Background: an optimization exercise with open tools, aiming at small area, a short achievable clock period and few clock cycles. Do not read the settings as production practice.
At most, simulation tests tie the RTL to the original design; equivalence was not proved.
Power is estimated from default activity; no workload was simulated.

rev 12:
// lay_dpu
module lay_dpu (
    input  wire        clk,
    input  wire        rst,           
    input  wire        cmd_valid,
    output wire        cmd_ready,
    input  wire [5:0]  cmd_op,
    input  wire [1:0]  cmd_acc,       
    input  wire [1:0]  cmd_lanes,     
    input  wire [1:0]  cmd_part,      
    input  wire [2:0]  cmd_t,         
    input  wire        cmd_sat,
    input  wire        cmd_rnd,       
    input  wire        cmd_int,       
    input  wire        cmd_trk,       
    input  wire [23:0] cmd_a,
    input  wire [23:0] cmd_b,
    input  wire [23:0] cmd_c,
    input  wire [23:0] cmd_d,
    input  wire [23:0] cmd_e,
    output reg         rsp_valid,
    output reg  [23:0] rsp_data,
    output reg         rsp_annul,
    output reg  [5:0]  rsp_flags,
    output reg  [4:0]  rsp_bx
);
export LEC_CHECK = 0
export ABC_AREA = 1
export CAP_MARGIN = 20
export CORE_MARGIN = 2
export CORE_UTILIZATION = 30
export CTS_CLUSTER_DIAMETER = 120
export CTS_CLUSTER_SIZE = 22
export PLACE_DENSITY = 0.5
export SLEW_MARGIN = 20
create_clock -name core_clock -period 20.0 [get_ports {clk}]
standard.sh (not shown) runs the stock make flow with config.mk's settings and CLKGATE_MAP_FILE= SYNTH_SCRIPT=/design/flow/synth_recipe.tcl, a recipe that flattens the netlist after the stock synthesis.
==> flow/flow/run.sh <==
#!/bin/bash
# Layout flow: the standard flow (standard.sh), with ORFS's timing
# repair asked to leave a setup margin (so that it sizes and buffers the
# paths that set the achieved period) and the ports buffered with buf_4.
export SETUP_SLACK_MARGIN=14.9
export BUFFER_PORTS_ARGS="-buffer_cell sky130_fd_sc_hd__buf_4"
bash standard.sh > standard.log 2>&1
Changes in rev 13 relative to rev 12:
diff --git a/flow/design.v b/flow/design.v
--- a/flow/design.v
+++ b/flow/design.v
@@ -137,28 +137,29 @@
     wire [56:0] ms, mc;
     lay_mul u_mul (.x(mx), .neg(bneg), .one(bone), .two(btwo), .s(ms), .c(mc));
     wire [23:0] as_x = negabs0 ? 24'd0 : a0;
     wire [23:0] as_y = (negabs0 ? a0 : b0) ^ {24{as_sub0}};
     wire [24:0] as_s;
     lay_add25 u_as (.a({1'b0, as_x}), .b({1'b0, as_y}), .cin(as_sub0), .s(as_s));
     wire as_ov  = (as_x[23] == as_y[23]) & (as_s[23] != as_x[23]);
     wire [23:0] as_lim = as_x[23] ? 24'h800000 : 24'h7FFFFF;
     wire [23:0] as_r   = (as_ov & sat0) ? as_lim : as_s[23:0];
     wire [23:0] a0f = {~a0[23], a0[22:0]};
     wire [23:0] b0f = {~b0[23], b0[22:0]};
     wire [23:0] c0f = {~c0[23], c0[22:0]};
-    wire a_ge_c, c_ge_b;
+    wire a_ge_b, a_ge_c, c_ge_b;
+    lay_cmp24 u_cab (.a(a0f), .b(~b0f), .cin(1'b1), .co(a_ge_b));
     lay_cmp24 u_cac (.a(a0f), .b(~c0f), .cin(1'b1), .co(a_ge_c));
     lay_cmp24 u_ccb (.a(c0f), .b(~b0f), .cin(1'b1), .co(c_ge_b));
-    wire a_lt_b = as_s[23] ^ as_ov;     
+    wire a_lt_b = ~a_ge_b;
     wire c_gt_a = ~a_ge_c;
     wire c_lt_b = ~c_ge_b;
     wire clamp_c = c_gt_a & c_lt_b;           
     wire clamp_a = ~c_gt_a & a_lt_b;
     wire clamp_b = ~clamp_c & ~clamp_a;
     wire [23:0] clamp_r = clamp_c ? c0 : (clamp_a ? a0 : b0);
     reg [23:0] r_s1;
     reg        v_s1, c_s1, s_s1, wv_s1, wc_s1, zr_s1;
     always @* begin
         r_s1  = a0;
         v_s1  = 1'b0;
         c_s1  = 1'b0;
==> comparison <==
Relative to rev 12, the final routed wirelength across all metal layers of rev 13 is higher by 0.97%. Dominant combinational cell family by area after synthesis = simple AND/OR/NAND/NOR gates: rev 12; dominant combinational cell family by area after synthesis = compound AO/OA/AOI/OAI gates: rev 13. Total power draw delta for rev 13 relative to rev 12: about 3.3% lower. Comparing rev 13 and rev 12, synthesis-to-layout area growth is higher on rev 12. Worst relative slew slack in rev 13 is 4.6 points above rev 12. From rev 13 to rev 12, number of sequential cells did not move at all. Per the comparison of rev 13 with rev 12, post-synthesis cell area went up by 0.33%, switching power went down by about 3.7%, non-clock buffer count went down by 155.
Testbench counts of rev 13, summed over its fixed seeds: cycles 11,472.
No functional check of the RTL was part of rev 12.

==> re-timing with driven ports <==
In the flow no input, the clock included, has a driving cell. The finished layouts below were timed again as built, in two steps. Step 1: set_driving_cell puts a clkbuf_16 on clk and a buf_2 on each other input, an assumption about the parent block. Step 2 also shifts input and output timing later by t, the mid clock arrival at the registers, as if the neighbouring blocks saw the same clock. Slacks: ideal / step 1 / step 2; pairs: ideal / step 1.
run	t (ns)	setup WS [ns]	worst hold slack (ns)	worst register clock-pin slew, ns	worst data-port slew with drivers (ns)
rev 12	0.742	14.637 / 14.637 / 14.574	0.336 / 0.336 / 0.336	0.11 / 0.11	0.08
rev 13	0.750	14.773 / 14.691 / 14.545	0.332 / 0.332 / 0.332	0.12 / 0.12	0.06
After both steps every run listed still meets setup and hold. The setup slack of rev 13, which loses most, moves by -0.082 ns with the drivers and by -0.228 ns with both steps.
